This design comes from an exercise in tuning for small area, a short achievable clock period and few clock cycles per item on the open sky130 flow, not from production work.
Only simulation tests tie the RTL to the original design; equivalence was not proved.

==> flow/design.v <==
module de_sha2_core (
    input  wire         clk,
    input  wire         rst,           
    input  wire         in_valid,
    output wire         in_ready,
    input  wire [31:0]  in_data,
    input  wire         in_last,       
    input  wire         in_mode,       
    output wire         out_valid,
    input  wire         out_ready,
    output wire [255:0] out_digest
);
    reg  [31:0]  w [0:15];         
    reg  [31:0]  a, b, c, d, e, f, g, hh;
    reg  [31:0]  h0, h1, h2, h3, h4, h5, h6, h7;    
    reg  [1:0]   q;                
    reg          run;              
    reg  [5:0]   t;                
    reg  [31:0]  zs, zc;           
    wire [31:0]  kq;               
    reg          fin_pend;         
    reg          op_fin;           
    reg          op_ivl;           
    reg          ah_ready;         
    reg  [4:0]   wj;               
    reg  [3:0]   gap;              
    reg          open;             
    reg          nxt_first, nxt_last, nxt_mode;    
    reg          cur_first, cur_last, cur_mode;    
    reg          ov;               
    reg          dig_mode;         
    integer i;
    function [31:0] kfun;
        input [5:0] i;
        case (i)
            6'd0:  kfun = 32'h428a2f98; 6'd1:  kfun = 32'h71374491;
            6'd2:  kfun = 32'hb5c0fbcf; 6'd3:  kfun = 32'he9b5dba5;
            6'd4:  kfun = 32'h3956c25b; 6'd5:  kfun = 32'h59f111f1;
            6'd6:  kfun = 32'h923f82a4; 6'd7:  kfun = 32'hab1c5ed5;
            6'd8:  kfun = 32'hd807aa98; 6'd9:  kfun = 32'h12835b01;
            6'd10: kfun = 32'h243185be; 6'd11: kfun = 32'h550c7dc3;
            6'd12: kfun = 32'h72be5d74; 6'd13: kfun = 32'h80deb1fe;
            6'd14: kfun = 32'h9bdc06a7; 6'd15: kfun = 32'hc19bf174;
            6'd16: kfun = 32'he49b69c1; 6'd17: kfun = 32'hefbe4786;
            6'd18: kfun = 32'h0fc19dc6; 6'd19: kfun = 32'h240ca1cc;
            6'd20: kfun = 32'h2de92c6f; 6'd21: kfun = 32'h4a7484aa;
            6'd22: kfun = 32'h5cb0a9dc; 6'd23: kfun = 32'h76f988da;
            6'd24: kfun = 32'h983e5152; 6'd25: kfun = 32'ha831c66d;
            6'd26: kfun = 32'hb00327c8; 6'd27: kfun = 32'hbf597fc7;
            6'd28: kfun = 32'hc6e00bf3; 6'd29: kfun = 32'hd5a79147;
            6'd30: kfun = 32'h06ca6351; 6'd31: kfun = 32'h14292967;
            6'd32: kfun = 32'h27b70a85; 6'd33: kfun = 32'h2e1b2138;
            6'd34: kfun = 32'h4d2c6dfc; 6'd35: kfun = 32'h53380d13;
            6'd36: kfun = 32'h650a7354; 6'd37: kfun = 32'h766a0abb;
            6'd38: kfun = 32'h81c2c92e; 6'd39: kfun = 32'h92722c85;
            6'd40: kfun = 32'ha2bfe8a1; 6'd41: kfun = 32'ha81a664b;
            6'd42: kfun = 32'hc24b8b70; 6'd43: kfun = 32'hc76c51a3;
            6'd44: kfun = 32'hd192e819; 6'd45: kfun = 32'hd6990624;
            6'd46: kfun = 32'hf40e3585; 6'd47: kfun = 32'h106aa070;
            6'd48: kfun = 32'h19a4c116; 6'd49: kfun = 32'h1e376c08;
            6'd50: kfun = 32'h2748774c; 6'd51: kfun = 32'h34b0bcb5;
            6'd52: kfun = 32'h391c0cb3; 6'd53: kfun = 32'h4ed8aa4a;
            6'd54: kfun = 32'h5b9cca4f; 6'd55: kfun = 32'h682e6ff3;
            6'd56: kfun = 32'h748f82ee; 6'd57: kfun = 32'h78a5636f;
            6'd58: kfun = 32'h84c87814; 6'd59: kfun = 32'h8cc70208;
            6'd60: kfun = 32'h90befffa; 6'd61: kfun = 32'ha4506ceb;
            6'd62: kfun = 32'hbef9a3f7; default: kfun = 32'hc67178f2;
        endcase
    endfunction
    function [31:0] iv_a;
        input m; input [1:0] p;
        case ({m, p})
            3'b000: iv_a = 32'ha54ff53a; 3'b001: iv_a = 32'h3c6ef372;
            3'b010: iv_a = 32'hbb67ae85; 3'b011: iv_a = 32'h6a09e667;
            3'b100: iv_a = 32'hf70e5939; 3'b101: iv_a = 32'h3070dd17;
            3'b110: iv_a = 32'h367cd507; default: iv_a = 32'hc1059ed8;
        endcase
    endfunction
    function [31:0] iv_e;
        input m; input [1:0] p;
        case ({m, p})
            3'b000: iv_e = 32'h5be0cd19; 3'b001: iv_e = 32'h1f83d9ab;
            3'b010: iv_e = 32'h9b05688c; 3'b011: iv_e = 32'h510e527f;
            3'b100: iv_e = 32'hbefa4fa4; 3'b101: iv_e = 32'h64f98fa7;
            3'b110: iv_e = 32'h68581511; default: iv_e = 32'hffc00b31;
        endcase
    endfunction
    function [31:0] fa_s;
        input [31:0] x, y, z;
        fa_s = x ^ y ^ z;
    endfunction
    function [31:0] fa_c;
        input [31:0] x, y, z;
        fa_c = {((x[30:0] & y[30:0]) | (x[30:0] & z[30:0]) | (y[30:0] & z[30:0])), 1'b0};
    endfunction
    wire [31:0] big_s0 = {a[1:0], a[31:2]} ^ {a[12:0], a[31:13]} ^ {a[21:0], a[31:22]};
    wire [31:0] big_s1 = {e[5:0], e[31:6]} ^ {e[10:0], e[31:11]} ^ {e[24:0], e[31:25]};
    wire [31:0] ch     = (e & f) ^ (~e & g);
    wire [31:0] maj    = (a & b) ^ (a & c) ^ (b & c);
    wire [31:0] m_s  = fa_s(big_s1, ch, zs);
    wire [31:0] m_c  = fa_c(big_s1, ch, zs);
    wire [31:0] n_s  = fa_s(big_s0, maj, zc);
    wire [31:0] n_c  = fa_c(big_s0, maj, zc);
    wire [31:0] a1_s = fa_s(m_s, m_c, n_s);
    wire [31:0] a1_c = fa_c(m_s, m_c, n_s);
    wire [31:0] pa   = fa_s(a1_s, a1_c, n_c);
    wire [31:0] qa   = fa_c(a1_s, a1_c, n_c);
    wire [31:0] e1_s = fa_s(m_s, m_c, zc);
    wire [31:0] e1_c = fa_c(m_s, m_c, zc);
    wire [31:0] pe   = fa_s(e1_s, e1_c, d);
    wire [31:0] qe   = fa_c(e1_s, e1_c, d);
    wire [31:0] w1  = w[1];
    wire [31:0] w14 = w[14];
    wire [31:0] sm_s0 = {w1[6:0], w1[31:7]} ^ {w1[17:0], w1[31:18]} ^ {3'b000, w1[31:3]};
    wire [31:0] sm_s1 = {w14[16:0], w14[31:17]} ^ {w14[18:0], w14[31:19]} ^ {10'b0, w14[31:10]};
    wire [31:0] u_s  = fa_s(sm_s0, w[9], w[0]);
    wire [31:0] u_c  = fa_c(sm_s0, w[9], w[0]);
    wire [31:0] w_next = fa_s(u_s, u_c, sm_s1) + fa_c(u_s, u_c, sm_s1);
    reg         sel_h;
    reg  [7:0]  iv_en;
    reg  [31:0] xa_iv, xe_iv;
    integer k;
    always @(*) begin
        xa_iv = 32'h0;
        xe_iv = 32'h0;
        for (k = 0; k < 8; k = k + 1) begin
            xa_iv = xa_iv | ({32{iv_en[k]}} & iv_a(k[2], k[1:0]));
            xe_iv = xe_iv | ({32{iv_en[k]}} & iv_e(k[2], k[1:0]));
        end
    end
    wire [31:0] xa = ({32{sel_h}} & h3) | xa_iv;
    wire [31:0] xe = ({32{sel_h}} & h7) | xe_iv;
    wire [31:0] ya = op_ivl ? 32'h0 : d;
    wire [31:0] ye = op_ivl ? 32'h0 : hh;
    wire [31:0] sum_a = (run ? pa : xa) + (run ? qa : ya);
    wire [31:0] sum_e = (run ? pe : xe) + (run ? qe : ye);
    wire win_free = !run || (t >= 6'd56) || (open && t >= 6'd52);
    assign in_ready  = (wj == 5'd0) ? (q == 2'd0 && win_free)
                                    : (wj != 5'd16 && gap == 4'd0);
    assign out_valid = ov;
    assign out_digest = {h0, h1, h2, h3, h4, h5, h6, dig_mode ? 32'h0 : h7};
    wire accept   = in_valid && in_ready;
    wire last_rnd = run && (t == 6'd63);
    wire win_end  = (q == 2'd3);
    wire run_n      = run && !last_rnd;
    wire fin_pend_n = (fin_pend && !(op_fin && win_end)) || last_rnd;
    wire ah_ready_n = ah_ready || (win_end && ((op_fin && !cur_last) || op_ivl));
    wire [4:0] wj_n = accept ? wj + 5'd1 : wj;
    wire gap_n0     = accept || (gap == 4'd15);
    wire go         = (wj_n == 5'd16) && gap_n0 && ah_ready_n && !fin_pend_n && !run_n;
    wire ov_n       = (ov && !out_ready) || (op_fin && win_end && cur_last);
    wire fin_next   = fin_pend_n && !ov_n;
    wire ah_free_n  = !run_n && !fin_pend_n && !go;
    wire ivl_next   = nxt_first && (wj != 5'd0) && !ah_ready_n && ah_free_n;
    wire [1:0] q_n        = rst ? 2'd0 : q + 2'd1;
    wire       op_fin_n   = !rst && (win_end ? fin_next : op_fin);
    wire       op_ivl_n   = !rst && (win_end ? ivl_next : op_ivl);
    wire       cur_first_n = !rst && (go ? nxt_first : cur_first);
    wire       cur_mode_n = !rst && (go ? nxt_mode : cur_mode);
    wire       nxt_mode_n = !rst && ((accept && wj == 5'd0 && !open) ? in_mode : nxt_mode);
    wire       sel_iv_n   = (op_fin_n && cur_first_n) || op_ivl_n;
    wire       iv_m_n     = op_ivl_n ? nxt_mode_n : cur_mode_n;
    wire [5:0] t_n        = (!rst && run_n) ? t + 6'd1 : 6'd0;
    assign kq = kfun(run ? t + 6'd1 : 6'd0);
    always @(posedge clk) begin
        zs    <= fa_s(g, kq, w[1]);
        zc    <= fa_c(g, kq, w[1]);
        sel_h <= op_fin_n && !cur_first_n;
        for (k = 0; k < 8; k = k + 1)
            iv_en[k] <= sel_iv_n && (q_n == k[1:0]) && (iv_m_n == k[2]);
    end
    always @(posedge clk) begin
        if (rst) begin
            q        <= 2'd0;
            run      <= 1'b0;
            t        <= 6'd0;
            fin_pend <= 1'b0;
            op_fin   <= 1'b0;
            op_ivl   <= 1'b0;
            ah_ready <= 1'b0;
            wj       <= 5'd0;
            gap      <= 4'd0;
            open     <= 1'b0;
            nxt_first <= 1'b0;
            nxt_last <= 1'b0;
            nxt_mode <= 1'b0;
            cur_first <= 1'b0;
            cur_last <= 1'b0;
            cur_mode <= 1'b0;
            ov       <= 1'b0;
            dig_mode <= 1'b0;
        end else begin
            q <= q + 2'd1;
            gap <= accept ? 4'd0 : gap + 4'd1;
            if (accept) begin
                if (wj == 5'd0) begin
                    nxt_first <= !open;
                    if (!open) nxt_mode <= in_mode;
                    open <= 1'b1;
                end
                if (wj == 5'd15) begin
                    nxt_last <= in_last;
                    if (in_last) open <= 1'b0;
                end
            end
            fin_pend <= fin_pend_n;
            t <= t_n;
            if (go) begin
                run       <= 1'b1;
                wj        <= 5'd0;
                ah_ready  <= 1'b0;
                cur_first <= nxt_first;
                cur_last  <= (wj == 5'd15) ? in_last : nxt_last;
                cur_mode  <= nxt_mode;
            end else begin
                run      <= run_n;
                wj       <= wj_n;
                ah_ready <= ah_ready_n;
            end
            if (win_end) begin
                op_fin <= fin_next;
                op_ivl <= ivl_next;
            end
            if (op_fin && win_end && cur_last) begin
                ov       <= 1'b1;
                dig_mode <= cur_mode;
            end else if (ov && out_ready) begin
                ov <= 1'b0;
            end
        end
    end
    always @(posedge clk) begin
        for (i = 0; i < 15; i = i + 1)
            w[i] <= w[i+1];
        if (accept)
            w[15] <= in_data;
        else if (run && t < 6'd48)
            w[15] <= w_next;
        else
            w[15] <= w[0];
        hh <= g;  g <= f;  f <= e;
        d  <= c;  c <= b;  b <= a;
        a <= sum_a;
        e <= sum_e;
        if (op_fin) begin
            h0 <= sum_a;  h1 <= h0;  h2 <= h1;  h3 <= h2;
            h4 <= sum_e;  h5 <= h4;  h6 <= h5;  h7 <= h6;
        end
    end
endmodule
==> flow/run.sh <==
#!/bin/bash
# synth_recipe.tcl (not shown) runs the flow's synth.tcl, then flattens the netlist and writes it again
# the make line also repeats each setting of config.mk as NAME=value (left out here)
make -C /OpenROAD-flow-scripts/flow DESIGN_CONFIG=/design/flow/config.mk WORK_HOME=/design/flow/orfs CLKGATE_MAP_FILE= SYNTH_SCRIPT=/design/flow/synth_recipe.tcl finish
==> flow/config.mk <==
export PLATFORM = sky130hd
export DESIGN_NAME = de_sha2_core
export DESIGN_NICKNAME = de_sha2_core
export VERILOG_FILES = /design/flow/design.v
export SDC_FILE = /design/flow/constraint.sdc
export NUM_CORES = 4
export LEC_CHECK = 0
export ABC_AREA = 1
export CAP_MARGIN = 20
export CORE_MARGIN = 2
export CORE_UTILIZATION = 60
export CTS_BUF_LIST = sky130_fd_sc_hd__clkbuf_16
export CTS_CLUSTER_DIAMETER = 80
export CTS_CLUSTER_SIZE = 30
export PLACE_DENSITY = 0.72
export SETUP_SLACK_MARGIN = 5.0
export SLEW_MARGIN = 20
==> flow/constraint.sdc <==
create_clock -name core_clock -period 10.0 [get_ports {clk}]
set_input_delay 2.0000 -clock core_clock [delete_from_list [all_inputs] [get_ports {clk}]]
set_output_delay 2.0000 -clock core_clock [all_outputs]
set_load 0.01 [all_outputs]
==> impl_metrics.tcl, run 1 <==
set metrics [dict create \
    largest_register "w" \
    route.detailed.drc 0 \
    async_flop_share_pct 0 \
    netlist.top_cell.by_area "dfxtp_1" \
    synth_flop_cell "dfxtp_1" \
    syn_nets 4689 \
    drive_gt1_share_pct 5.142 \
    setup_viol 0 \
    synth_common_cells "dfxtp_1, inv_1, nand2_1, fa_1, nor2_1" \
    ys.warnings.count 2 \
    nets 4978 \
    die_w_um 281.3 \
    synth_edf_count 256 \
    postCtsHoldBufs 0 \
    cp_data_required_time_ns 10.42 \
    grt_overflow 0 \
    cts_htree_levels 2 \
    clock-root-buffer "clkbuf_16" \
    dp_slack_ns 4.432 \
    yosysTopAreaCellShare_pct 37.79 \
    max_cap_violations 0 \
    arrival_ns 5.49 \
    grt_pass1_vias 31610 \
    reg2reg_from "a[16]" \
    critical_path_class "flop to flop" \
    seq_area_frac_synth_pct 54.45 \
    cts_tree "built" \
    min_path_type "flop to flop" \
    initial_utilization_pct 60.65 \
    hold_viol 0 \
    ys_types 63 \
    drt_iter0_drc 3557 \
    numCtsBuffers 50 \
    clk_pin_slew_ns 0.11 \
    utilization_pct 68.60 \
    hold_ws_ns 0.3209 \
    syn_avg_cell_area_um2 10.85 \
    drtPass1Iterations 6 \
    routed_wirelength_um 148400 \
    reg2reg_depth 18 \
    status "no timing/DRC/antenna violations" \
    endpoint_kind "flop" \
    worst_slack_ns 4.935 \
    dp_hpwl_um 117300 \
    core_mm2 0.07608 \
    via_per_inst 5.666 \
    cp_max_fo 5 \
    whs_path_depth 0 \
    antenna_found_initial 6 \
    die_h_um 281.3 \
    finalMaxSlewViolations 0 \
    period_minus_slack_ns 5.065 \
    ant_nets 0 \
    fin_setup_tns_ns 0 \
    vias 31740 \
    worst_slew_pin_slew_ns 1.175 \
    placementRows 101 \
    gp_congestion 1.068 \
    cp-start-kind "flop" \
    netlist_area_mm2 0.04614 \
    synth_area_leaders "dfxtp_1, edfxtp_1, fa_1" \
    port_buffers 295 \
    clk-insertion-delay-late_ns 0.67 \
    grt_pass1_wl_um 212500 \
    area_delta_synth_final_pct 13.09 \
    finalCritPeriodShare_pct 50.65 \
    fin_skew_ns 0.03219 \
    ys_ff_latch 1127 \
    die_area_mm2 0.07914 \
    largest_register_ffs 512 \
    grt_max_degree 83 \
    timing.slew.headroom_pct 21.38 \
    crit_path_start "a[16]" \
    rsz0062_at_grt "true" \
    globalRouteTotalUtil_pct 37.57 \
    clk_path_buf_depth 3 \
    fmaxAchievable_mhz 197.4 \
    clock_sinks 1127 \
    synth_most_common_cell "dfxtp_1" \
    min_from "w[15][30]" \
    routedWlPerCell_um 26.50 \
    pin_count 296 \
    synthCells 4252 \
]
-- per-stage QoR --
step,std cells,cell area (µm²)
floorplan,4252,46140
global route,5600,52180
global placement,5510,50230
detailed placement,5510,50230
finish,5601,52190
CTS,5595,51940
-- final timing paths --
| kind | endpoint | slack (ns) |
|---|---|---|
| min | w[14][30] | 0.32 |
| max reg2reg | h0[26] | 4.93 |
| min reg2reg | w[14][30] | 0.32 |
| max | h0[26] | 4.93 |
-- per-layer routing --
metal	up-vias	part of all wire (%)	track usage (%)	wire (µm)
met2	1590	46	59.77	68480
met3	396	7.9	6.010	11730
met1	15570	39	48.70	57540
met5	-	0.026	0	38
met4	6	7.2	22.67	10620
li1	14180	-	-	-
-- cell type report --
cell class,count,area (µm²)
timing repair buffer,334,3246
sequential,1127,25200
clock inverter,31,375.4
inverter,666,2500
multi-input combinational,2362,18320
tap,1030,1289
clock buffer,50,1251
antenna,1,2.502
fill,5761,23890
-- critical path, cell delays in order, from the launching register on --
cell and delay, ns:
dfxtp_2 0.48, xnor2_1 0.17, xor2_1 0.30, inv_1 0.09
fa_1 0.52, fa_1 0.64, fa_1 0.45, o21ai_0 0.18
inv_1 0.06, ha_1 0.36, o21ai_2 0.27, o21ai_0 0.17
a21oi_1 0.31, o21ai_2 0.12, a21oi_2 0.15, buf_4 0.15
nand3b_1 0.11, nand2_1 0.09, xor2_1 0.18
-- layout by cell type, fill, tap and decap left out, drive strengths merged, types with 7 or more instances in the layout --
| cell | Yosys | final |
|---|---|---|
| dfxtp | 871 | 871 |
| inv | 665 | 690 |
| nand2 | 491 | 491 |
| clkdlybuf4s50 | 0 | 295 |
| fa | 275 | 275 |
| nor2 | 275 | 275 |
| edfxtp | 256 | 256 |
| o21ai | 217 | 217 |
| a21oi | 198 | 198 |
| xor2 | 178 | 178 |
| xnor2 | 163 | 163 |
| ha | 124 | 124 |
| nand3 | 120 | 120 |
| clkbuf | 70 | 50 |
| a22o | 47 | 47 |
| a31oi | 45 | 45 |
| buf | 27 | 39 |
| nand4 | 25 | 25 |
| nor3 | 23 | 23 |
| o21bai | 19 | 19 |
| maj3 | 19 | 19 |
| o211ai | 19 | 19 |
| o221ai | 14 | 14 |
| a21o | 13 | 13 |
| or2 | 12 | 12 |
| o31ai | 9 | 9 |
| o21a | 8 | 8 |
| a22oi | 7 | 7 |
| a41oi | 7 | 7 |
-- cell families after synthesis --
group | synth area share (%)
xor+xnor | 6.473
fa+ha+maj | 15.71
compound gates | 8.457
flops | 54.45
buf+inv | 6.288
simple gates | 8.628
-- timing repair --
action                     4_1_cts  5_1_grt
pin swaps                        3        4
setup buffers                    4        5
setup endpoints to repair       63       57
gates resized for setup         30       74
Testbench counts, summed over its fixed seeds: cycles 66,376, blocks 952.
==> inputs of run 2 (changes only) <==
==> flow/flow/run.sh (new file) <==
#!/bin/bash
# Layout flow: the standard ORFS layout (standard.sh, unchanged synthesis,
# floorplan, power grid, placement, CTS and routing) with two settings passed
# to ORFS through its own environment variables:
#  - the port buffers that ORFS inserts on every input and output use
#    sky130_fd_sc_hd__buf_1 instead of the cell buffer_ports picks by default;
#  - clock tree synthesis runs with the same options as the standard flow
#    (sink clustering, clock net repair, clkbuf_16, clusters of at most 25
#    sinks within 60 um) but without dummy loads.
# Every tool's output goes to standard.log here; ORFS also keeps its per-step
# logs under orfs/logs.
set -euo pipefail
cd "$(dirname "$0")/.."
export BUFFER_PORTS_ARGS="-buffer_cell sky130_fd_sc_hd__buf_1"
export CTS_ARGS="-sink_clustering_enable -repair_clock_nets -sink_clustering_size 25 -sink_clustering_max_diameter 60 -buf_list sky130_fd_sc_hd__clkbuf_16 -dont_use_dummy_load"
bash standard.sh > standard.log 2>&1
==> flow/standard.sh (new file) <==
#!/bin/bash
# synth_recipe.tcl (not shown) runs the flow's synth.tcl, then flattens the netlist and writes it again
# the make line also repeats each setting of config.mk as NAME=value (left out here)
make -C /OpenROAD-flow-scripts/flow DESIGN_CONFIG=/design/flow/config.mk WORK_HOME=/design/flow/orfs CLKGATE_MAP_FILE= SYNTH_SCRIPT=/design/flow/synth_recipe.tcl "${@:-finish}"
==> flow/config.mk (replaced) <==
export PLATFORM = sky130hd
export DESIGN_NAME = de_sha2_core
export DESIGN_NICKNAME = de_sha2_core
export VERILOG_FILES = /design/flow/design.v
export SDC_FILE = /design/flow/constraint.sdc
export NUM_CORES = 4
export LEC_CHECK = 0
export CAP_MARGIN = 20
export CORE_MARGIN = 2
export CORE_UTILIZATION = 60
export CTS_BUF_LIST = sky130_fd_sc_hd__clkbuf_16
export CTS_CLUSTER_DIAMETER = 60
export CTS_CLUSTER_SIZE = 25
export PLACE_DENSITY = 0.72
export SETUP_SLACK_MARGIN = 5.0
export SLEW_MARGIN = 20
removed: flow/run.sh
==> run 2 against run 1 <==
Still clean. Cell count decreased by 6.1%. Cell area down 1.9%. Count of clock-buffer cells in the layout grew 23. Synthesized cell count is 7.3% lower. First-iteration DRC count up 1.7%. Fmax down 0.31%. Sequential share of layout area increased by 1.1 points.
==> impl_metrics.tcl, run 2 <==
set metrics [dict create \
    status "no timing/DRC/antenna violations" \
    cp_slowest_cell "fa_1" \
    synth_area_leaders "dfxtp_1, edfxtp_1, fa_1" \
    drive_gt1_share_pct 8.185 \
    hold_ws_ns 0.2635 \
    fin_cells 5259 \
    clock_sinks 1127 \
    grt_pass1_vias 29810 \
    globalRouteTotalUtil_pct 35.18 \
    max_cap_violations 0 \
    timing.slew.headroom_pct 22.81 \
    grt_max_degree 167 \
    port_buffers 295 \
    antenna_found_initial 11 \
    route.detailed.drc 0 \
    critical_path_class "flop to flop" \
    worst_slew_pin_slew_ns 1.148 \
    synth_common_cells "dfxtp_1, inv_1, xnor2_1, fa_1, edfxtp_1" \
    drtPass1Iterations 7 \
    dp_hpwl_um 105100 \
    critPathTopFamily "adder cells" \
    min_path_type "flop to flop" \
    fmaxAchievable_mhz 196.8 \
    ys_ff_latch 1127 \
    fin_skew_ns 0.07434 \
    crit_chain "xnor2_1 > xnor2_1 > fa_1 > fa_1 > inv_1 > fa_1 > a21oi_1 > ha_1 > o211ai_1 > a2111oi_4 > o21ai_4 > a21oi_4 > o211a_1 > nor3_2 > o41ai_2 > a21oi_1 > xnor2_1" \
    ys.warnings.count 2 \
    synth_compound_area_share_pct 11.45 \
    initial_utilization_pct 60.67 \
    area_delta_synth_final_pct 11.06 \
    netlist.top_cell.by_area "dfxtp_1" \
    fin_setup_tns_ns 0 \
    synth_top_family_by_area "adder cells" \
    period_minus_slack_ns 5.081 \
    die_w_um 281.1 \
    routed_wirelength_um 139600 \
    synth-xor-area-share_pct 6.729 \
    gp_congestion 1.000 \
    routedWlPerCell_um 26.54 \
    finalMaxSlewViolations 0 \
    netlist_area_mm2 0.04608 \
    vias 31040 \
    synth_most_common_cell "dfxtp_1" \
    fill_cells 5802 \
    cp-start-kind "flop" \
    drt_iter0_drc 3619 \
    die_area_mm2 0.07903 \
    clk_path_buf_depth 3 \
    clk_pin_slew_ns 0.09 \
    placementRows 101 \
    final_cell_mix "dfxtp_1, inv_1, buf_1" \
    yosysTopAreaCellShare_pct 37.84 \
    crit_path_max_incr_delay_ns 0.56 \
    clock-root-buffer "clkbuf_16" \
    ant_nets 0 \
    arrival_ns 5.44 \
    finalCritPeriodShare_pct 50.81 \
    postCtsHoldBufs 0 \
    cp_max_fo 6 \
    synthCells 3943 \
    seq_area_frac_synth_pct 54.53 \
    die_h_um 281.1 \
    grt_overflow 0 \
    syn_avg_cell_area_um2 11.69 \
    dp.cells 5155 \
    yosys.area_share.simple_pct 6.468 \
    rsz0062_at_grt "true" \
    async_flop_share_pct 0 \
    synth_flop_cell "dfxtp_1" \
    final_area_mm2 0.05117 \
    placed_cell_area_mm2 0.04831 \
    numCtsBuffers 73 \
    utilization_pct 67.38 \
    critPathBufInv 1 \
    via_per_inst 5.902 \
    endpoint_kind "flop" \
    synth_edf_count 256 \
    grt_pass1_wl_um 198900 \
    largest_register "w" \
    clk-insertion-delay-late_ns 0.65 \
    cts_htree_levels 3 \
    synth_mux_area_share_pct 0.4127 \
    largest_register_ffs 512 \
    nets 4666 \
    cts_tree "built" \
    cp_data_required_time_ns 10.35 \
    core_mm2 0.07595 \
    synthAdderAreaFrac_pct 15.75 \
    pin_count 296 \
    setup_viol 0 \
    hold_viol 0 \
    ys_types 76 \
    syn_nets 4380 \
    final_common_cell "dfxtp_1" \
]
[run 2: per-stage QoR]
| stage | setup slack (ns) |
|---|---|
| floorplan | 5.323 |
| global placement | 4.390 |
| detailed placement | 4.369 |
| CTS | 4.896 |
| global route | 4.834 |
| finish | 4.919 |
[run 2: area by class of cell]
class                      count  area (µm²)  area share (%)
sequential                  1127       25260           49.36
multi-input combinational   2243       19560           38.23
clock buffer                  73        1827           3.570
timing repair buffer         367        1660           3.245
inverter                     417        1570           3.069
tap                         1030        1289           2.518
antenna                        2       5.005        0.009780
[run 2: cells by family after synthesis]
logic type,Yosys count
muxes,19
and+or+nand+nor,641
DFF,1127
AOI/OAI and AO/OA,810
buffers and inverters,573
xor gates and xnor gates,354
adders and majority gates,419
[run 2: timing repair]
item / CTS / global route
hold endpoints to repair: 0 / 0
setup endpoints to repair: 90 / 68
resized for setup: 105 / 118
setup buffers: 7 / 22
pin swaps: 12 / 26
[run 2: routing by layer]
metal / part of all wire, % / vias up / routed length (µm) / track usage (%)
met3: 9.0 / 379 / 12520 / 6.825
li1: - / 13780 / - / -
met4: 5.8 / 6 / 8060 / 17.11
met5: 0.032 / - / 44 / 0
met2: 45 / 1677 / 62520 / 54.03
met1: 40 / 15200 / 56440 / 48.10
[run 2: worst reg2reg max path, stage by stage, from the launching register on]
cell	delay, ns
dfxtp_2	0.43
xnor2_1	0.10
xnor2_1	0.29
fa_1	0.57
fa_1	0.53
inv_1	0.05
fa_1	0.49
a21oi_1	0.08
ha_1	0.40
o211ai_1	0.19
a2111oi_4	0.44
o21ai_4	0.14
a21oi_4	0.26
o211a_1	0.25
nor3_2	0.08
o41ai_2	0.24
a21oi_1	0.14
xnor2_1	0.17
[run 2: worst paths after layout]
kind	start	endpoint	slack, ns	cells past startpoint
setup / recovery	e[15]	h4[31]	4.92	17
hold / removal	w[8][5]	w[7][5]	0.26	0
setup reg to reg	e[15]	h4[31]	4.92	17
hold reg to reg	w[8][5]	w[7][5]	0.26	0
==> inputs of run 3 (changes only) <==
--- a/flow/config.mk
+++ b/flow/config.mk
@@ -5,6 +5,7 @@
 export SDC_FILE = /design/flow/constraint.sdc
 export NUM_CORES = 4
 export LEC_CHECK = 0
+export ABC_AREA = 1
 export CAP_MARGIN = 20
 export CORE_MARGIN = 2
 export CORE_UTILIZATION = 60
==> run 3 against run 2 <==
Still clean. Global-route usage up 2.3 points. Clock skew increased by 0.017 ns. Count of clock-buffer cells in the layout decreased by 1. Die area up 0.14%. Fmax increased by 2.2%. Register-to-register slack improved by 0.11 ns. Non-clock buffer count decreased by 36. Synthesized area is 0.14% higher. Critical path depth fell by 4. Critical endpoint is now zs[14]. Largest cell class unchanged.
==> impl_metrics.tcl, run 3 <==
set metrics [dict create \
    rsz0062_at_grt "true" \
    ys.warnings.count 2 \
    fmaxAchievable_mhz 201.1 \
    synth_edf_count 256 \
    arrival_ns 5.53 \
    synth_area_leaders "dfxtp_1, edfxtp_1, fa_1" \
    seq_area_frac_synth_pct 54.45 \
    dp_slack_ns 4.433 \
    clk-insertion-delay-late_ns 0.66 \
    grt_max_degree 82 \
    ys_ff_latch 1127 \
    core_mm2 0.07608 \
    routedWlPerCell_um 26.50 \
    syn_avg_cell_area_um2 10.85 \
    timing.slew.headroom_pct 22.44 \
    clk_path_buf_depth 3 \
    fin_setup_tns_ns 0 \
    endpoint_kind "flop" \
    fin_skew_ns 0.09102 \
    netlist.top_cell.by_area "dfxtp_1" \
    wl_met2_um 68710 \
    clock_sinks 1127 \
    syn_nets 4689 \
    route.detailed.drc 0 \
    dr.max_layer_used "met5" \
    cp_slowest_cell "o31ai_1" \
    grt_pass1_wl_um 210800 \
    hold_end "w[12][18]" \
    initial_utilization_pct 60.65 \
    cp-start-kind "flop" \
    numCtsBuffers 72 \
    synthCells 4252 \
    utilization_pct 66.44 \
    globalRouteTotalUtil_pct 37.52 \
    ant_nets 0 \
    pin_count 296 \
    async_flop_share_pct 0 \
    r2r_end "zs[14]" \
    period_minus_slack_ns 4.972 \
    finalMaxSlewViolations 0 \
    cp_max_fo 51 \
    drive_gt1_share_pct 5.331 \
    worst_slew_pin_slew_ns 1.154 \
    critPathTopFamily "simple AND/OR/NAND/NOR gates" \
    grt_overflow 0 \
    gp_congestion 1.057 \
    dp.cells 5511 \
    final_cell_mix "dfxtp_1, inv_1, nand2_1" \
    synth_common_cells "dfxtp_1, inv_1, nand2_1, fa_1, nor2_1" \
    dp_hpwl_um 117900 \
    hold_viol 0 \
    largest_register_ffs 512 \
    critPathBufInv 5 \
    cp.depth 13 \
    clk_pin_slew_ns 0.09 \
    antenna_found_initial 8 \
    netlist_area_mm2 0.04614 \
    wl_met3_um 11510 \
    critical_path_class "flop to flop" \
    nets 4997 \
    cts_htree_levels 3 \
    area_delta_synth_final_pct 9.542 \
    vias 31680 \
    ys_types 63 \
    largest_register "w" \
    setup_viol 0 \
    final_common_cell "dfxtp_1" \
    cp_data_required_time_ns 10.56 \
    reg2reg_depth 13 \
    die_area_mm2 0.07914 \
    worst_slack_ns 5.028 \
    clock-root-buffer "clkbuf_16" \
    status "no timing/DRC/antenna violations" \
    drtPass1Iterations 8 \
    synth_flop_cell "dfxtp_1" \
    port_buffers 295 \
    wl_met1_um 57200 \
    min_from "w[13][18]" \
    synth_most_common_cell "dfxtp_1" \
    yosysTopAreaCellShare_pct 37.79 \
    crit_path_max_incr_delay_ns 0.95 \
    via_per_inst 5.666 \
    min_path_type "flop to flop" \
    die_w_um 281.3 \
    reg2reg_from "t[0]" \
    r2r_setup_slack_ns 5.03 \
    drt_iter0_drc 3424 \
    die_h_um 281.3 \
    crit_chain "nand4_1 > nand2_2 > inv_2 > nand2_2 > buf_4 > inv_2 > buf_4 > or2_2 > nand2_1 > a21oi_1 > o31ai_1 > fa_1 > inv_1" \
    grt_pass1_vias 31380 \
    postCtsHoldBufs 0 \
    max_cap_violations 0 \
    placementRows 101 \
    whs_path_depth 0 \
    routed_wirelength_um 148200 \
    fin_cells 5591 \
    finalCritPeriodShare_pct 49.72 \
    cts_tree "built" \
]
[run 3: kinds of logic (layout without fill, tap and decap cells)]
logic type      after synthesis  count (layout)  share of synthesized area [%]
simple gates                957             957                          8.628
xor+xnor                    341             341                          6.473
compound gates              646             646                          8.457
other cells                   0               3                              0
fa+ha+maj                   418             418                          15.71
flops                      1127            1127                          54.45
buf+inv                     763            1069                          6.288
[run 3: worst max-delay path by stage]
stage | startpoint | to | slack (ns)
detailed placement | a[21] | h0[22] | 4.43
floorplan | op_fin | iv_en[0] | 5.06
global route | a[9] | h0[21] | 4.97
CTS | a[29] | h0[22] | 4.95
global placement | a[31] | h0[22] | 4.38
finish | t[0] | zs[14] | 5.03
[run 3: what timing repair did]
action / 4_1_cts / 5_1_grt
resized for setup: 31 / 78
pin swaps: 1 / 1
buffers inserted: 1 / 4
cloned: 0 / 0
setup endpoints to repair: 53 / 44
[run 3: area by class of cell]
type	count	area, µm²
fill	5912	25530
sequential	1127	25200
multi-input combinational	2362	18370
inverter	666	2500
clock buffer	72	1802
timing repair buffer	331	1378
tap	1030	1289
antenna	3	7.507
[run 3: through the flow]
step | cell area (µm²) | hold WS [ns]
floorplan | 46140 | 0.3096
global placement | 48390 | 0.3095
detailed placement | 48400 | 0.3121
CTS | 50290 | 0.2418
global route | 50540 | 0.2373
finish | 50550 | 0.2539
[run 3: layer usage]
| metal | GRT usage, % | vias up |
|---|---|---|
| met5 | 0 | - |
| met2 | 61.00 | 1649 |
| met3 | 6.160 | 453 |
| li1 | - | 14190 |
| met4 | 22.85 | 4 |
| met1 | 47.29 | 15380 |
==> inputs of run 4 (changes only) <==
==> flow/config.mk (replaced) <==
export PLATFORM = sky130hd
export DESIGN_NAME = de_sha2_core
export DESIGN_NICKNAME = de_sha2_core
export VERILOG_FILES = /design/flow/design.v
export SDC_FILE = /design/flow/constraint.sdc
export NUM_CORES = 4
export LEC_CHECK = 0
export CAP_MARGIN = 20
export CORE_MARGIN = 2
export CORE_UTILIZATION = 70
export CTS_BUF_LIST = sky130_fd_sc_hd__clkbuf_16
export CTS_CLUSTER_DIAMETER = 60
export CTS_CLUSTER_SIZE = 25
export PLACE_DENSITY = 0.8
export SETUP_SLACK_MARGIN = 5.0
export SLEW_MARGIN = 20
==> run 4 against run 3 <==
Still clean. Register-to-register slack worse by 0.16 ns. Critical path depth is 1 lower. Synthesized area is 0.14% lower. Wire length is 3.9% lower. Largest cell class unchanged.
==> impl_metrics.tcl, run 4 <==
set metrics [dict create \
    status "no timing/DRC/antenna violations" \
    finalCritPeriodShare_pct 51.35 \
    cp_max_fo 37 \
    via_per_inst 6.246 \
    largest_register_ffs 512 \
    clock-root-buffer "clkbuf_16" \
    die_area_mm2 0.06789 \
    largest_register "w" \
    seq_area_frac_synth_pct 54.53 \
    syn_avg_cell_area_um2 11.69 \
    synthCells 3943 \
    dp_slack_ns 4.288 \
    max_cap_violations 0 \
    dp_hpwl_um 106400 \
    placed_cell_area_mm2 0.04808 \
    arrival_ns 5.70 \
    grt_max_degree 74 \
    syn_nets 4380 \
    yosysTopAreaCellShare_pct 37.84 \
    postCtsHoldBufs 0 \
    synth_flop_cell "dfxtp_1" \
    min_path_type "flop to flop" \
    ys.warnings.count 2 \
    final_cell_mix "dfxtp_1, inv_1, buf_1" \
    final_area_mm2 0.05080 \
    hold_viol 0 \
    fin_skew_ns 0.06099 \
    rsz0062_at_grt "true" \
    clk-insertion-delay-late_ns 0.64 \
    placementRows 94 \
    synth_common_cells "dfxtp_1, inv_1, xnor2_1, fa_1, edfxtp_1" \
    hold_ws_ns 0.2815 \
    antenna_found_initial 13 \
    grt_overflow 0 \
    synth_area_leaders "dfxtp_1, edfxtp_1, fa_1" \
    clk_pin_slew_ns 0.10 \
    setup_viol 0 \
    cp-start-kind "flop" \
    port_buffers 295 \
    core_mm2 0.06551 \
    initial_utilization_pct 70.34 \
    fmaxAchievable_mhz 194.7 \
    grt_pass1_wl_um 201900 \
    numCtsBuffers 66 \
    die_h_um 260.6 \
    cts_tree "built" \
    vias 31850 \
    pin_count 296 \
    netlist.top_cell.by_area "dfxtp_1" \
    ant_nets 0 \
    worst_slack_ns 4.865 \
    async_flop_share_pct 0 \
    die_w_um 260.6 \
    drt_iter0_drc 4276 \
    cp_data_required_time_ns 10.57 \
    critical_path_class "flop to flop" \
    ys_types 76 \
    fin_cells 5099 \
    final_common_cell "dfxtp_1" \
    globalRouteTotalUtil_pct 41.62 \
    synth_most_common_cell "dfxtp_1" \
    endpoint_kind "flop" \
    finalMaxSlewViolations 0 \
    fin_setup_tns_ns 0 \
    routedWlPerCell_um 27.92 \
    clock_sinks 1127 \
    synth_edf_count 256 \
    ys_ff_latch 1127 \
    netlist_area_mm2 0.04608 \
    utilization_pct 77.55 \
    routed_wirelength_um 142400 \
    area_delta_synth_final_pct 10.25 \
    clk_path_buf_depth 3 \
    timing.slew.headroom_pct 23.20 \
    nets 4672 \
    drive_gt1_share_pct 7.843 \
    dp.cells 4990 \
    gp_congestion 1.063 \
    route.detailed.drc 0 \
    fill_cells 4035 \
    cts_htree_levels 3 \
    grt_pass1_vias 30860 \
    period_minus_slack_ns 5.135 \
    worst_slew_pin_slew_ns 1.143 \
    drtPass1Iterations 10 \
]
run 4: changes by cell type after synthesis, sizes merged, moves of 44 or more:
cell / delta
nor2b: +47
nand2: -274
inv: -249
nor2: -109
xnor2: +116
clkbuf: +71
o21ai: -49
nor3: +44
a21o: +51
nand3: -74
xor2: -103
run 4: worst max-delay path: stages (launching register included):
cell and delay (ns):
dfxtp_4 0.65, clkinv_1 0.69, buf_4 0.57, nor2_4 0.60, buf_4 0.48, nor2_1 0.20, nand2_1 0.28, o221ai_1 0.16
nor2_1 0.12, a31oi_1 0.04, o21ai_0 0.61, fa_1 0.54, inv_1 0.07
run 4: cell families after synthesis:
logic type	Yosys count	synth area share, %
xor gates and xnor gates	354	6.729
AOI/OAI and AO/OA	810	11.45
buffers and inverters	573	4.670
muxes	19	0.4127
DFF	1127	54.53
and+or+nand+nor	641	6.468
adders and majority gates	419	15.75
run 4: final timing paths:
path	from	to	slack [ns]	cells past startpoint
worst min-delay path	w[7][28]	w[6][28]	0.28	0
worst min register to register	w[7][28]	w[6][28]	0.28	0
worst max-delay path	run	zs[22]	4.86	12
worst max register to register	run	zs[22]	4.86	12
run 4: per-layer routing:
metal / share of wire [%] / routed length, µm / global-route usage, %
met5: 0.018 / 26 / 0
met4: 7.0 / 10020 / 23.06
met3: 11 / 16030 / 11.06
met2: 45 / 64240 / 64.63
met1: 37 / 52050 / 53.50
run 4: final cells by class:
type / count / area [µm²] / share of cell area [%]
Sequential cell: 1127 / 25240 / 49.69
Multi-Input combinational cell: 2243 / 19500 / 38.38
Timing Repair Buffer: 380 / 1749 / 3.443
Clock buffer: 66 / 1652 / 3.251
Inverter: 417 / 1573 / 3.096
Tap cell: 864 / 1081 / 2.128
Antenna cell: 2 / 5.005 / 0.009851
run 4: timing repair:
| action | in CTS | in global routing |
|---|---|---|
| buffers inserted | 11 | 30 |
| pin swaps | 13 | 49 |
| hold endpoints to repair | 0 | 0 |
| setup endpoints to repair | 65 | 75 |
| resized for setup | 87 | 119 |
| cloned | 0 | 0 |
==> inputs of run 5 (changes only) <==
==> flow/flow/run.sh (replaced) <==
#!/bin/bash
# Layout flow: the standard ORFS layout (standard.sh, unchanged synthesis,
# floorplan, power grid, placement, CTS and routing) with two settings passed
# to ORFS through its own environment variables:
#  - the port buffers that ORFS inserts on every input and output use
#    sky130_fd_sc_hd__buf_1 instead of the cell buffer_ports picks by default;
#  - clock tree synthesis runs with the same options as the standard flow
#    (sink clustering, clock net repair, clkbuf_16, clusters of at most 30
#    sinks within 75 um) but without dummy loads.
# Every tool's output goes to standard.log here; ORFS also keeps its per-step
# logs under orfs/logs.
set -euo pipefail
cd "$(dirname "$0")/.."
export BUFFER_PORTS_ARGS="-buffer_cell sky130_fd_sc_hd__buf_1"
export CTS_ARGS="-sink_clustering_enable -repair_clock_nets -sink_clustering_size 30 -sink_clustering_max_diameter 75 -buf_list sky130_fd_sc_hd__clkbuf_16 -dont_use_dummy_load"
bash standard.sh > standard.log 2>&1
==> flow/config.mk (replaced) <==
export PLATFORM = sky130hd
export DESIGN_NAME = de_sha2_core
export DESIGN_NICKNAME = de_sha2_core
export VERILOG_FILES = /design/flow/design.v
export SDC_FILE = /design/flow/constraint.sdc
export NUM_CORES = 4
export LEC_CHECK = 0
export ABC_AREA = 1
export CAP_MARGIN = 20
export CORE_MARGIN = 2
export CORE_UTILIZATION = 60
export CTS_BUF_LIST = sky130_fd_sc_hd__clkbuf_16
export CTS_CLUSTER_DIAMETER = 75
export CTS_CLUSTER_SIZE = 30
export PLACE_DENSITY = 0.72
export SETUP_SLACK_MARGIN = 5.0
export SLEW_MARGIN = 20
==> run 5 against run 4 <==
Worst hold slack worse by 0.037 ns. Clock skew grew 0.039 ns. Sequential cell count unchanged. Cell count up 9.3%. Worst setup slack improved by 0.18 ns. Non-clock buffer count shrank 50. Critical path depth up 4. Synthesized area grew 0.14%.
==> impl_metrics.tcl, run 5 <==
set metrics [dict create \
    r2r_end "w[15][31]" \
    ys_ff_latch 1127 \
    dp_hpwl_um 117900 \
    gp_congestion 1.057 \
    worst_slack_ns 5.047 \
    grt_pass1_wl_um 210000 \
    setup_viol 0 \
    async_flop_share_pct 0 \
    whs_path_depth 0 \
    worst_slew_pin_slew_ns 1.214 \
    period_minus_slack_ns 4.953 \
    clock_sinks 1127 \
    reg2reg_from "w[1][20]" \
    synthCells 4252 \
    multiInputGateArea_mm2 0.01838 \
    timing.slew.headroom_pct 18.50 \
    area_delta_synth_final_pct 8.457 \
    nets 4976 \
    cp_max_fo 5 \
    finalCritPeriodShare_pct 49.53 \
    cp-start-kind "flop" \
    postCtsHoldBufs 0 \
    placed_cell_area_mm2 0.04840 \
    rsz0062_at_grt "true" \
    min_path_type "flop to flop" \
    synth_edf_count 256 \
    route.detailed.drc 0 \
    fill_cells 5952 \
    netlist.top_cell.by_area "dfxtp_1" \
    globalRouteTotalUtil_pct 37.30 \
    crit_path_max_incr_delay_ns 0.79 \
    routedWlPerCell_um 26.46 \
    syn_nets 4689 \
    drtPass1Iterations 6 \
    synth_flop_cell "dfxtp_1" \
    utilization_pct 65.78 \
    placementRows 101 \
    numCtsBuffers 52 \
    clk_pin_slew_ns 0.11 \
    netlist_area_mm2 0.04614 \
    routed_wirelength_um 147400 \
    antenna_found_initial 9 \
    yosysTopAreaCellShare_pct 37.79 \
    arrival_ns 5.54 \
    final_common_cell "dfxtp_1" \
    syn_avg_cell_area_um2 10.85 \
    die_h_um 281.3 \
    drive_gt1_share_pct 4.849 \
    ant_nets 0 \
    finalMaxSlewViolations 0 \
    r2r_setup_slack_ns 5.05 \
    cts_htree_levels 2 \
    via_per_inst 5.640 \
    pin_count 296 \
    endpoint_kind "flop" \
    clk-insertion-delay-late_ns 0.67 \
    cp_data_required_time_ns 10.59 \
    synth_most_common_cell "dfxtp_1" \
    hold_end "w[12][5]" \
    reg2reg_depth 16 \
    hold_viol 0 \
    cts_tree "built" \
    status "no timing/DRC/antenna violations" \
    min_from "w[13][5]" \
    port_buffers 295 \
    fin_skew_ns 0.09986 \
    ys.warnings.count 2 \
    dp_slack_ns 4.433 \
    core_mm2 0.07608 \
    synth_common_cells "dfxtp_1, inv_1, nand2_1, fa_1, nor2_1" \
    vias 31430 \
    drt_iter0_drc 3139 \
    largest_register_ffs 512 \
    final_area_mm2 0.05005 \
    cp_slowest_cell "dfxtp_1" \
    die_area_mm2 0.07914 \
    clk_path_buf_depth 3 \
    largest_register "w" \
    register_area_mm2 0.02520 \
    ys_types 63 \
    clock-root-buffer "clkbuf_16" \
    grt_max_degree 82 \
    final_cell_mix "dfxtp_1, inv_1, nand2_1" \
    grt_overflow 0 \
    critical_path_class "flop to flop" \
    grt_pass1_vias 31150 \
    die_w_um 281.3 \
    fmaxAchievable_mhz 201.9 \
    synth_area_leaders "dfxtp_1, edfxtp_1, fa_1" \
    max_cap_violations 0 \
    fin_setup_tns_ns 0 \
    initial_utilization_pct 60.65 \
    seq_area_frac_synth_pct 54.45 \
    crit_chain "xnor2_1 > xor2_1 > fa_1 > fa_1 > inv_1 > fa_1 > nand3_1 > nand2_1 > a21boi_0 > o21ai_0 > nand2_1 > nand4_1 > or2_2 > nand3_1 > nand3_1 > nand2_1" \
]
## run 5: changes by cell type after synthesis, moves of 70 or more
| cell | before | now |
|---|---|---|
| nand3_1 | 46 | 116 |
| xor2_1 | 75 | 178 |
| inv_1 | 415 | 660 |
| xnor2_1 | 279 | 163 |
| clkbuf_1 | 141 | 70 |
| nor2_1 | 166 | 268 |
| nand2_1 | 217 | 484 |
## run 5: per-layer routing
layer	global-route usage, %	part of all wire [%]	vias to the layer above
li1	-	-	14160
met1	47.20	39	15270
met2	60.95	47	1574
met3	6.135	7.8	414
met4	21.51	7.1	6
met5	0	0.031	-
## run 5: worst max-delay path: cells and delay by family, from the launching register on
kind | cells | cell delay [ns]
buf+inv | 1 | 0.08
fa+ha+maj | 3 | 1.42
simple gates | 8 | 1.30
xor+xnor | 2 | 0.47
compound gates | 2 | 0.79
flops | 1 | 0.79
## run 5: worst max-delay path by stage
stage              from         to  slack [ns]  cells after the start
2_1_floorplan    op_fin   iv_en[0]        5.06                     14
3_3_place_gp      a[31]     h0[22]        4.38                     17
3_5_place_dp      a[21]     h0[22]        4.43                     17
4_1_cts           a[29]     h0[22]        4.93                     18
5_1_grt           a[17]     h0[22]        4.92                     18
6_report       w[1][20]  w[15][31]        5.05                     16
## run 5: final cells by class
cell class              count  area share, %
inverters                 666          4.995
flip-flops and latches   1127          50.35
repair buffers            330          2.738
multi-input cells        2362          36.72
clock buffers              52          2.600
well taps                1030          2.575
diodes                      5        0.02500
## run 5: what timing repair did
action | in CTS | in global routing
resized for setup | 27 | 80
setup buffers | 1 | 3
pin swaps | 1 | 3
endpoints found under the setup margin | 58 | 55
## run 5: cell families (layout without fill, tap and decap cells)
kind of cell	Yosys count	count (layout)	synth area share (%)
AOI/OAI and AO/OA	646	646	8.457
buffers and inverters	763	1048	6.288
and+or+nand+nor	957	957	8.628
other	0	5	0
xor gates and xnor gates	341	341	6.473
adders and majority gates	418	418	15.71
DFF	1127	1127	54.45
## run 5: per-stage QoR
| stage | hold slack [ns] | instances |
|---|---|---|
| after CTS | 0.2475 | 5564 |
| final | 0.2445 | 5572 |
| after detailed placement | 0.3121 | 5511 |
| after global placement | 0.3095 | 5510 |
| after floorplan | 0.3096 | 4252 |
| after global routing | 0.2399 | 5567 |
==> inputs of run 6 (changes only) <==
--- a/flow/design.v
+++ b/flow/design.v
@@ -85,37 +85,31 @@
             3'b110: iv_e = 32'h68581511; default: iv_e = 32'hffc00b31;
         endcase
     endfunction
-    function [31:0] fa_s;
-        input [31:0] x, y, z;
-        fa_s = x ^ y ^ z;
-    endfunction
-    function [31:0] fa_c;
-        input [31:0] x, y, z;
-        fa_c = {((x[30:0] & y[30:0]) | (x[30:0] & z[30:0]) | (y[30:0] & z[30:0])), 1'b0};
-    endfunction
     wire [31:0] big_s0 = {a[1:0], a[31:2]} ^ {a[12:0], a[31:13]} ^ {a[21:0], a[31:22]};
     wire [31:0] big_s1 = {e[5:0], e[31:6]} ^ {e[10:0], e[31:11]} ^ {e[24:0], e[31:25]};
     wire [31:0] ch     = (e & f) ^ (~e & g);
     wire [31:0] maj    = (a & b) ^ (a & c) ^ (b & c);
-    wire [31:0] m_s  = fa_s(big_s1, ch, zs);
-    wire [31:0] m_c  = fa_c(big_s1, ch, zs);
-    wire [31:0] n_s  = fa_s(big_s0, maj, zc);
-    wire [31:0] n_c  = fa_c(big_s0, maj, zc);
-    wire [31:0] a1_s = fa_s(m_s, m_c, n_s);
-    wire [31:0] a1_c = fa_c(m_s, m_c, n_s);
-    wire [31:0] pa   = fa_s(a1_s, a1_c, n_c);
-    wire [31:0] qa   = fa_c(a1_s, a1_c, n_c);
-    wire [31:0] e1_s = fa_s(m_s, m_c, zc);
-    wire [31:0] e1_c = fa_c(m_s, m_c, zc);
-    wire [31:0] pe   = fa_s(e1_s, e1_c, d);
-    wire [31:0] qe   = fa_c(e1_s, e1_c, d);
+    wire [31:0] m_s, m_c;
+    csa32 u_m_s (.x(big_s1), .y(ch), .z(zs), .s(m_s), .c(m_c));
+    wire [31:0] n_s, n_c;
+    csa32 u_n_s (.x(big_s0), .y(maj), .z(zc), .s(n_s), .c(n_c));
+    wire [31:0] a1_s, a1_c;
+    csa32 u_a1_s (.x(m_s), .y(m_c), .z(n_s), .s(a1_s), .c(a1_c));
+    wire [31:0] pa, qa;
+    csa32 u_pa (.x(a1_s), .y(a1_c), .z(n_c), .s(pa), .c(qa));
+    wire [31:0] e1_s, e1_c;
+    csa32 u_e1_s (.x(m_s), .y(m_c), .z(zc), .s(e1_s), .c(e1_c));
+    wire [31:0] pe, qe;
+    csa32 u_pe (.x(e1_s), .y(e1_c), .z(d), .s(pe), .c(qe));
     wire [31:0] w1  = w[1];
     wire [31:0] w14 = w[14];
     wire [31:0] sm_s0 = {w1[6:0], w1[31:7]} ^ {w1[17:0], w1[31:18]} ^ {3'b000, w1[31:3]};
     wire [31:0] sm_s1 = {w14[16:0], w14[31:17]} ^ {w14[18:0], w14[31:19]} ^ {10'b0, w14[31:10]};
-    wire [31:0] u_s  = fa_s(sm_s0, w[9], w[0]);
-    wire [31:0] u_c  = fa_c(sm_s0, w[9], w[0]);
-    wire [31:0] w_next = fa_s(u_s, u_c, sm_s1) + fa_c(u_s, u_c, sm_s1);
+    wire [31:0] u_s, u_c;
+    csa32 u_u_s (.x(sm_s0), .y(w[9]), .z(w[0]), .s(u_s), .c(u_c));
+    wire [31:0] v_s, v_c;
+    csa32 u_v_s (.x(u_s), .y(u_c), .z(sm_s1), .s(v_s), .c(v_c));
+    wire [31:0] w_next = v_s + v_c;
     reg         sel_h;
     reg  [7:0]  iv_en;
     reg  [31:0] xa_iv, xe_iv;
@@ -162,9 +156,11 @@
     wire       iv_m_n     = op_ivl_n ? nxt_mode_n : cur_mode_n;
     wire [5:0] t_n        = (!rst && run_n) ? t + 6'd1 : 6'd0;
     assign kq = kfun(run ? t + 6'd1 : 6'd0);
+    wire [31:0] z_s_n, z_c_n;
+    csa32 u_z (.x(g), .y(kq), .z(w[1]), .s(z_s_n), .c(z_c_n));
     always @(posedge clk) begin
-        zs    <= fa_s(g, kq, w[1]);
-        zc    <= fa_c(g, kq, w[1]);
+        zs    <= z_s_n;
+        zc    <= z_c_n;
         sel_h <= op_fin_n && !cur_first_n;
         for (k = 0; k < 8; k = k + 1)
             iv_en[k] <= sel_iv_n && (q_n == k[1:0]) && (iv_m_n == k[2]);
@@ -248,3 +244,10 @@
         end
     end
 endmodule
+module csa32 (
+    input  wire [31:0] x, y, z,
+    output wire [31:0] s, c
+);
+    assign s = x ^ y ^ z;
+    assign c = {((x[30:0] & y[30:0]) | (x[30:0] & z[30:0]) | (y[30:0] & z[30:0])), 1'b0};
+endmodule
==> flow/flow/run.sh (replaced) <==
#!/bin/bash
# Layout flow: the standard ORFS layout (standard.sh, unchanged synthesis,
# floorplan, power grid, placement, CTS and routing) with two settings passed
# to ORFS through its own environment variables:
#  - the port buffers that ORFS inserts on every input and output use
#    sky130_fd_sc_hd__buf_1 instead of the cell buffer_ports picks by default;
#  - clock tree synthesis runs with the same options as the standard flow
#    (sink clustering, clock net repair, clkbuf_16, clusters of at most 25
#    sinks within 60 um) but without dummy loads.
# Every tool's output goes to standard.log here; ORFS also keeps its per-step
# logs under orfs/logs.
set -euo pipefail
cd "$(dirname "$0")/.."
export BUFFER_PORTS_ARGS="-buffer_cell sky130_fd_sc_hd__buf_1"
export CTS_ARGS="-sink_clustering_enable -repair_clock_nets -sink_clustering_size 25 -sink_clustering_max_diameter 60 -buf_list sky130_fd_sc_hd__clkbuf_16 -dont_use_dummy_load"
bash standard.sh > standard.log 2>&1
--- a/flow/config.mk
+++ b/flow/config.mk
@@ -10,8 +10,10 @@
 export CORE_MARGIN = 2
 export CORE_UTILIZATION = 60
 export CTS_BUF_LIST = sky130_fd_sc_hd__clkbuf_16
-export CTS_CLUSTER_DIAMETER = 75
-export CTS_CLUSTER_SIZE = 30
+export CTS_CLUSTER_DIAMETER = 60
+export CTS_CLUSTER_SIZE = 25
 export PLACE_DENSITY = 0.72
 export SETUP_SLACK_MARGIN = 5.0
 export SLEW_MARGIN = 20
+export SYNTH_HIERARCHICAL = 1
+export SYNTH_MINIMUM_KEEP_SIZE = 0
==> run 6 against run 5 <==
Clock skew down 0.030 ns. Via count decreased by 3.0%. Synthesized cell count decreased by 7.4%. Still clean. Fmax is 0.88% higher. Die area is 2.0% lower. Highest routed layer unchanged. Largest cell class unchanged. First-iteration DRC count down 0.96%. Critical endpoint is now h4[19]. Utilization is 0.55 points higher.
==> impl_metrics.tcl, run 6 <==
set metrics [dict create \
    die_h_um 278.5 \
    fin_skew_ns 0.06976 \
    cp-start-kind "flop" \
    drtPass1Iterations 6 \
    grt_pass1_wl_um 204400 \
    die_area_mm2 0.07756 \
    timing.slew.headroom_pct 21.43 \
    min_path_type "flop to flop" \
    fin_setup_tns_ns 0 \
    final_cell_mix "dfxtp_1, nand2_1, nor2_1" \
    async_flop_share_pct 0 \
    critPathBufInv 0 \
    finalCritPeriodShare_pct 49.10 \
    hold_viol 0 \
    drt_iter0_drc 3109 \
    arrival_ns 5.27 \
    route.detailed.drc 0 \
    cp_data_required_time_ns 10.36 \
    setup_viol 0 \
    synth_most_common_cell "dfxtp_1" \
    ys.warnings.count 9 \
    ant_nets 0 \
    clk_path_buf_depth 3 \
    grt_max_degree 163 \
    finalMaxSlewViolations 0 \
    synth_area_leaders "dfxtp_1, edfxtp_1, fa_1" \
    largest_register_ffs 512 \
    period_minus_slack_ns 4.910 \
    routedWlPerCell_um 27.49 \
    largest_register "w" \
    fmaxAchievable_mhz 203.7 \
    clk-insertion-delay-late_ns 0.65 \
    worst_slew_pin_slew_ns 1.174 \
    cp_max_fo 5 \
    port_buffers 295 \
    reg2reg_from "e[13]" \
    cts_tree "built" \
    initial_utilization_pct 60.63 \
    synth_edf_count 256 \
    crit_path_frequent_cell "fa_1" \
    critPathTopFamily "adder cells" \
    numCtsBuffers 73 \
    cts_htree_levels 3 \
    synthCells 3939 \
    nets 4686 \
    ys_types 62 \
    clock_sinks 1128 \
    crit_path_start "e[13]" \
    antennaDiodeCount 0 \
    cp_slowest_cell "fa_1" \
    netlist_area_mm2 0.04521 \
    area_delta_synth_final_pct 9.421 \
    clk_pin_slew_ns 0.09 \
    gp_congestion 1.055 \
    routed_wirelength_um 143400 \
    yosysTopAreaCellShare_pct 38.61 \
    crit_path_max_incr_delay_ns 0.55 \
    synth_common_cells "dfxtp_1, nand2_1, nor2_1, inv_1, fa_1" \
    drive_gt1_share_pct 5.817 \
    r2r_setup_slack_ns 5.09 \
    placementRows 100 \
    grt_overflow 0 \
    via_per_inst 5.846 \
    utilization_pct 66.34 \
    netlist.top_cell.by_area "dfxtp_1" \
    endpoint_kind "flop" \
    syn_nets 4377 \
    grt_pass1_vias 30610 \
    clock-root-buffer "clkbuf_16" \
    syn_avg_cell_area_um2 11.48 \
    seq_area_frac_synth_pct 55.62 \
    rsz0062_at_grt "true" \
    final_common_cell "dfxtp_1" \
    max_cap_violations 0 \
    ys_ff_latch 1128 \
    antenna_found_initial 1 \
    core_mm2 0.07457 \
    vias 30490 \
    synth_flop_cell "dfxtp_1" \
    die_w_um 278.5 \
    crit_chain "xnor2_1 > xnor2_1 > fa_1 > fa_1 > fa_1 > nor2_1 > a31oi_1 > ha_1 > nand3_1 > nand3_1 > a21oi_2 > nor2_1 > o22ai_2 > o21ai_1 > nand2_1 > nand2_1 > a21oi_1 > xnor2_2" \
    critical_path_class "flop to flop" \
    pin_count 296 \
    status "no timing/DRC/antenna violations" \
    min_from "w[12][18]" \
    dp_hpwl_um 112000 \
    globalRouteTotalUtil_pct 36.81 \
]
==> run 6: timing repair <==
action,in CTS,in global routing
setup buffers,1,5
cloned,0,0
endpoints found under the setup margin,34,51
hold buffers,0,0
endpoints found under the hold margin,0,0
pin swaps,0,6
resized for setup,22,57
==> run 6: final timing paths <==
kind	endpoint	cells past startpoint
hold reg to reg	w[11][18]	0
setup / recovery	h4[19]	18
setup reg to reg	h4[19]	18
hold / removal	w[11][18]	0
==> run 6: cells by family after synthesis <==
kind of cell | after synthesis | share of synthesized area (%)
other | 9 | 0.07472
adders and majority gates | 432 | 16.46
DFF | 1128 | 55.62
xor gates and xnor gates | 322 | 6.238
muxes | 32 | 0.7971
AOI/OAI and AO/OA | 602 | 8.120
buffers and inverters | 399 | 3.426
and+or+nand+nor | 1015 | 9.266
==> run 6: stage by stage <==
stage	std cells	hold slack [ns]	setup WS [ns]	instance area, µm²
3_3_place_gp	5136	0.3096	4.672	47360
5_1_grt	5215	0.2926	4.975	49470
4_1_cts	5210	0.2927	4.958	49270
6_report	5215	0.2926	5.090	49470
3_5_place_dp	5136	0.3121	4.694	47360
2_1_floorplan	3939	0.3096	5.124	45210
==> run 6: final cells by class <==
cell class                 instances  area, µm²
sequential                      1128      25210
fill                            5691      25100
multi-input combinational       2412      18710
clock buffer                      73       1827
timing repair buffer             327       1360
tap                              969       1212
inverter                         306       1149
==> run 6: per-layer routing <==
layer / global-route usage (%) / share of wire (%) / up-vias
met5: 0 / 0.0091 / -
met4: 21.44 / 7.0 / 2
met3: 5.633 / 7.2 / 427
met2: 60.80 / 47 / 1543
met1: 46.32 / 38 / 14900
li1: - / - / 13610
==> run 6: worst register-to-register path: stages (launching register included) <==
cell and delay [ns]:
dfxtp_2 0.48, xnor2_1 0.15, xnor2_1 0.30, fa_1 0.55, fa_1 0.48, fa_1 0.50, nor2_1 0.06, a31oi_1 0.24
ha_1 0.32, nand3_1 0.12, nand3_1 0.13, a21oi_2 0.25, nor2_1 0.10, o22ai_2 0.21, o21ai_1 0.13, nand2_1 0.07
nand2_1 0.11, a21oi_1 0.30, xnor2_2 0.18
==> run 6: Yosys stat by module (local to each module, per instance) <==
module / flip-flops and latches / area, µm² / times used / cells
csa32: 0 / 666.9 / 9 / 42
de_sha2_core: 1128 / 39210 / 1 / 3561
Testbench counts of run 6, summed over its fixed seeds: cycles 66,376, blocks 952.

static timing again, ports no longer ideal:
Ports are ideal in the flow. The routed layouts listed here were re-timed in OpenROAD. Step 1 sets driving cells, clkbuf_16 on the clock port and buf_2 on the other inputs (assumed; they add their load-dependent delay and slew). Step 2 also shifts input and output timing later by t, the mid clock arrival at the registers, as if the neighbouring blocks saw the same clock. Three values: ideal, step 1, step 2; two values: the first two.
run	t (ns)	setup WS [ns]	worst hold slack (ns)	worst setup path at the end	worst register clock-pin slew, ns
run 1	0.731	4.935 / 4.935 / 4.935	0.321 / 0.321 / 0.321	register to register	0.12 / 0.12
run 2	0.682	4.919 / 4.919 / 4.919	0.264 / 0.264 / 0.264	register to register	0.10 / 0.10
run 3	0.679	5.028 / 5.028 / 5.028	0.254 / 0.254 / 0.254	register to register	0.09 / 0.09
run 4	0.679	4.865 / 4.865 / 4.865	0.281 / 0.281 / 0.281	register to register	0.10 / 0.10
run 5	0.688	5.047 / 5.047 / 5.047	0.244 / 0.244 / 0.244	register to register	0.12 / 0.12
run 6	0.687	5.090 / 5.090 / 5.090	0.293 / 0.293 / 0.293	register to register	0.09 / 0.09
After both steps every run listed still meets setup and hold.
